This is an optimization exercise on Yosys and OpenROAD, whose aim is small area, a short achievable clock period and few clock cycles, not a production implementation. Function was checked by simulation only, so behaviour that the tests miss may differ from the original.

// chz_hash_core
module chz_hash_core (
  input  wire          clk,
  input  wire          rst,           
  input  wire          in_valid,
  output wire          in_ready,
  input  wire          in_first,      
  input  wire          in_mode,       
  input  wire [1023:0] in_block,      
  output reg           out_valid,
  output wire [383:0]  out_digest
);
Size: roughly 13000 cells after synthesis, roughly 2300 flip-flops, about 1400 I/O pins, about 0.12 mm² of cells after synthesis.
export LEC_CHECK = 0
export CAP_MARGIN = 50
export CORE_MARGIN = 2
export CORE_UTILIZATION = 40
export CTS_CLUSTER_DIAMETER = 100
export CTS_CLUSTER_SIZE = 24
export SLEW_MARGIN = 50
export SYNTH_MEMORY_MAX_BITS = 16384
create_clock -name core_clock -period 12.0 [get_ports {clk}]
standard.sh (not shown) runs the stock make flow with config.mk's settings and CLKGATE_MAP_FILE= SYNTH_SCRIPT=/design/flow/synth_recipe.tcl, a recipe that flattens the netlist after the stock synthesis.
==> flow/flow/run.sh <==
#!/bin/bash
# The standard layout (standard.sh) with two changes to how it is made:
#  - port buffers are buf_1 cells instead of the delay cells buffer_ports picks;
#  - repair_timing is asked to leave 7 ns of setup slack on the design's clock.
# The SDC and the clock period are unchanged.
set -euo pipefail
bash standard.sh "BUFFER_PORTS_ARGS=-buffer_cell sky130_fd_sc_hd__buf_1" SETUP_SLACK_MARGIN=7 finish > standard.log 2>&1
Testbench counts at the start, summed over its fixed seeds: cycles 57,494.
Change:
==> flow/flow/run.sh (replaced) <==
#!/bin/bash
# The standard layout (standard.sh) with two changes to how it is made:
#  - port buffers are buf_1 cells instead of the delay cells buffer_ports picks;
#  - repair_timing is asked to leave 7.5 ns of setup slack on the design's clock.
# The SDC and the clock period are unchanged.
set -euo pipefail
bash standard.sh "BUFFER_PORTS_ARGS=-buffer_cell sky130_fd_sc_hd__buf_1" SETUP_SLACK_MARGIN=7.5 finish > standard.log 2>&1
CAP_MARGIN = 30   (was 50)
CTS_CLUSTER_DIAMETER = not set   (was 100)
CTS_CLUSTER_SIZE = not set   (was 24)
SLEW_MARGIN = 30   (was 50)
- worst hold slack loses 10 ps
- design area is higher by 9.6%
- final cell count went up by 2.8%
- setup slack is better by 330 ps

* * *

v58:
Starting RTL as in the previous note.
export LEC_CHECK = 0
export CAP_MARGIN = 50
export CORE_MARGIN = 2
export CORE_UTILIZATION = 40
export SLEW_MARGIN = 50
export SYNTH_MEMORY_MAX_BITS = 16384
create_clock -name core_clock -period 12.0 [get_ports {clk}]
==> flow/flow/run.sh <==
#!/bin/bash
# The standard layout (standard.sh) with two changes to how it is made:
#  - port buffers are buf_1 cells instead of the delay cells buffer_ports picks;
#  - repair_timing is asked to leave 6.5 ns of setup slack on the design's clock.
# The SDC and the clock period are unchanged.
set -euo pipefail
bash standard.sh "BUFFER_PORTS_ARGS=-buffer_cell sky130_fd_sc_hd__buf_1" SETUP_SLACK_MARGIN=6.5 finish > standard.log 2>&1
Testbench counts of v58, summed over its fixed seeds: cycles 57,494.
Input changes introduced in v49 (baseline for comparison: v58):
Settings: a change of SLEW_MARGIN from 50 to 30; a change of CAP_MARGIN from 50 to 30.
==> flow/flow/run.sh <==
#!/bin/bash
# The standard layout (standard.sh) with two changes to how it is made:
#  - port buffers are buf_1 cells instead of the delay cells buffer_ports picks;
#  - repair_timing is asked to leave 7 ns of setup slack on the design's clock.
# The SDC and the clock period are unchanged.
set -euo pipefail
bash standard.sh "BUFFER_PORTS_ARGS=-buffer_cell sky130_fd_sc_hd__buf_1" SETUP_SLACK_MARGIN=7 finish > standard.log 2>&1
## What came out
Of v58 and v49, the run reporting the higher minimum period implied by the final worst setup slack was v58.
Although v49 finished all stages, its layout failed final checks on max-capacitance violations, max-slew violations.
Going from v58 to v49, post-route core utilization grows by 0.51 points.
Final-layout clock buffer total for v49 is lower than for v58.
Number of pins with negative max-slew slack in the final report sits higher in v49 than in v58.
v49 — global-route wire length before repair 3.7 mm higher, v58 as reference
v49 vs. v58: total routed wirelength saw an increase, number of optimization iterations in the first detailed-route pass saw a decrease, worst setup slack saw an increase.
As far as post-route antenna net violation count goes, v49 and v58 are indistinguishable; the numbers are identical.
Re critical path depth: v49 is 1 down on v58.
What v44 does differently from v49 at the input level:
Settings: CAP_MARGIN changed from 30 to 50; SLEW_MARGIN changed from 30 to 50; SETUP_SLACK_MARGIN newly set to 5.
==> flow/run.sh (new file) <==
#!/bin/bash
# synth_recipe.tcl (not shown) runs the flow's synth.tcl, then flattens the netlist and writes it again
# the make line also repeats each setting of config.mk as NAME=value (left out here)
make -C /OpenROAD-flow-scripts/flow DESIGN_CONFIG=/design/flow/config.mk WORK_HOME=/design/flow/orfs CLKGATE_MAP_FILE= SYNTH_SCRIPT=/design/flow/synth_recipe.tcl finish
removed: flow/flow/run.sh
removed: flow/standard.sh
Notes after the runs:
Of v44 and v49, only v49 fails to finish with a clean layout. Going from v49 to v44, the non-clock buffer count was found to have gone down by 4.4%. Side by side, met1 layer usage reported by global route turned out higher in v44 than in v49. Between v44 and v49, it is v44 whose setup slack of the critical path after layout is lower, by 1380 ps. Global-route wire length before repair in v44 is 3.9% above v49. Across both runs, post-route fraction of the period consumed by the critical path was higher for v44 than for v49. Via count of the first global-routing pass of v44 is on par with v49. v49 and v44 ended up with roughly the same combined flip-flop and latch cell area. Comparing global-route usage for v44 and v49, the bigger number came from v44.
The following lists how v45 was set up differently from v44:
Settings: PLACE_DENSITY now 0.75, previously not set; SETUP_SLACK_MARGIN no longer set, was 5.
==> flow/flow/run.sh (new file) <==
#!/bin/bash
# The standard layout (standard.sh) with two changes to how it is made:
#  - port buffers are buf_1 cells instead of the delay cells buffer_ports picks;
#  - repair_timing is asked to leave 7 ns of setup slack on the design's clock.
# The SDC and the clock period are unchanged.
set -euo pipefail
bash standard.sh "BUFFER_PORTS_ARGS=-buffer_cell sky130_fd_sc_hd__buf_1" SETUP_SLACK_MARGIN=7 finish > standard.log 2>&1
==> flow/standard.sh (new file) <==
#!/bin/bash
# synth_recipe.tcl (not shown) runs the flow's synth.tcl, then flattens the netlist and writes it again
# the make line also repeats each setting of config.mk as NAME=value (left out here)
make -C /OpenROAD-flow-scripts/flow DESIGN_CONFIG=/design/flow/config.mk WORK_HOME=/design/flow/orfs CLKGATE_MAP_FILE= SYNTH_SCRIPT=/design/flow/synth_recipe.tcl "${@:-finish}"
removed: flow/run.sh
Results
In v45 the delay contributed by the slowest stage of the critical path turned out 30 ps higher than in v44. Re worst hold slack: v45 is 11 ps up on v44. From v44 to v45 the numbers moved as follows: final weighted congestion in routability-driven placement picked up an extra about 15%. Post-detailed-routing wire length in v45 is 2.9% lower than in v44. v45 gives less minimum clock period than v44 did. Relative to v44, the via count measured on v45 has increased slightly.
Input changes introduced in v29 (baseline for comparison: v45):
Settings: PLACE_DENSITY no longer set, was 0.75.
==> flow/flow/run.sh <==
#!/bin/bash
# The standard layout (standard.sh) with two changes to how it is made:
#  - port buffers are buf_1 cells instead of the delay cells buffer_ports picks;
#  - repair_timing is asked to leave 7.5 ns (worst 20% of endpoints) of setup slack on the design's clock.
# The SDC and the clock period are unchanged.
set -euo pipefail
bash standard.sh "BUFFER_PORTS_ARGS=-buffer_cell sky130_fd_sc_hd__buf_1" SETUP_SLACK_MARGIN=7.5 TNS_END_PERCENT=20 finish > standard.log 2>&1
--- outcome ---
Compared with v45, v29 shows slack of the critical path higher by 210 ps.
Looking at arrival time at the worst endpoint, v29 sits 100 ps below v45.
The library cell contributing the largest single delay on the critical path comes out sky130_fd_sc_hd__a22oi_2 in one run and sky130_fd_sc_hd__dfxtp_2 in the other, namely in v29 and v45 respectively.
The run showing the smaller routed wire length is v45.
On fraction of final layout cells with drive strength greater than 1: v29 sits above v45.
Compared with v45, v29 degrades area of all placed cells without fillers.

afterwards: timing with drivers on the ports:
No port has a modelled driver above. Below, the same layouts with a new extraction and two added sets of constraints. Step 1: set_driving_cell puts a clkbuf_16 on clk and a buf_2 on each other input, an assumption about the parent block. Step 2, shift: input delay + t, output delay - t, t = (earliest + latest rising clock arrival at the registers) / 2. This alone moves slack from input paths to output paths. a / b / c = ideal ports / drivers / drivers and shift; a / b = the first two.
run | shift t [ns] | setup WS [ns] | worst setup path after step 2
the first run of note 1 | 1.020 | 6.639 / 6.639 / 6.639 | register to register
the second run of note 1 | 1.067 | 6.973 / 6.843 / 6.364 | input to register
v58 | 1.053 | 6.415 / 6.328 / 6.415 | register to register
v49 | 1.046 | 6.659 / 6.659 / 6.593 | input to register
v44 | 1.145 | 5.280 / 5.280 / 5.280 | register to register
v45 | 1.071 | 6.834 / 6.793 / 6.834 | register to register
v29 | 1.062 | 7.040 / 6.992 / 6.914 | input to register
For the second run of note 1, which loses most, drivers alone change the setup slack by -0.130 ns; drivers and shift together by -0.609 ns.
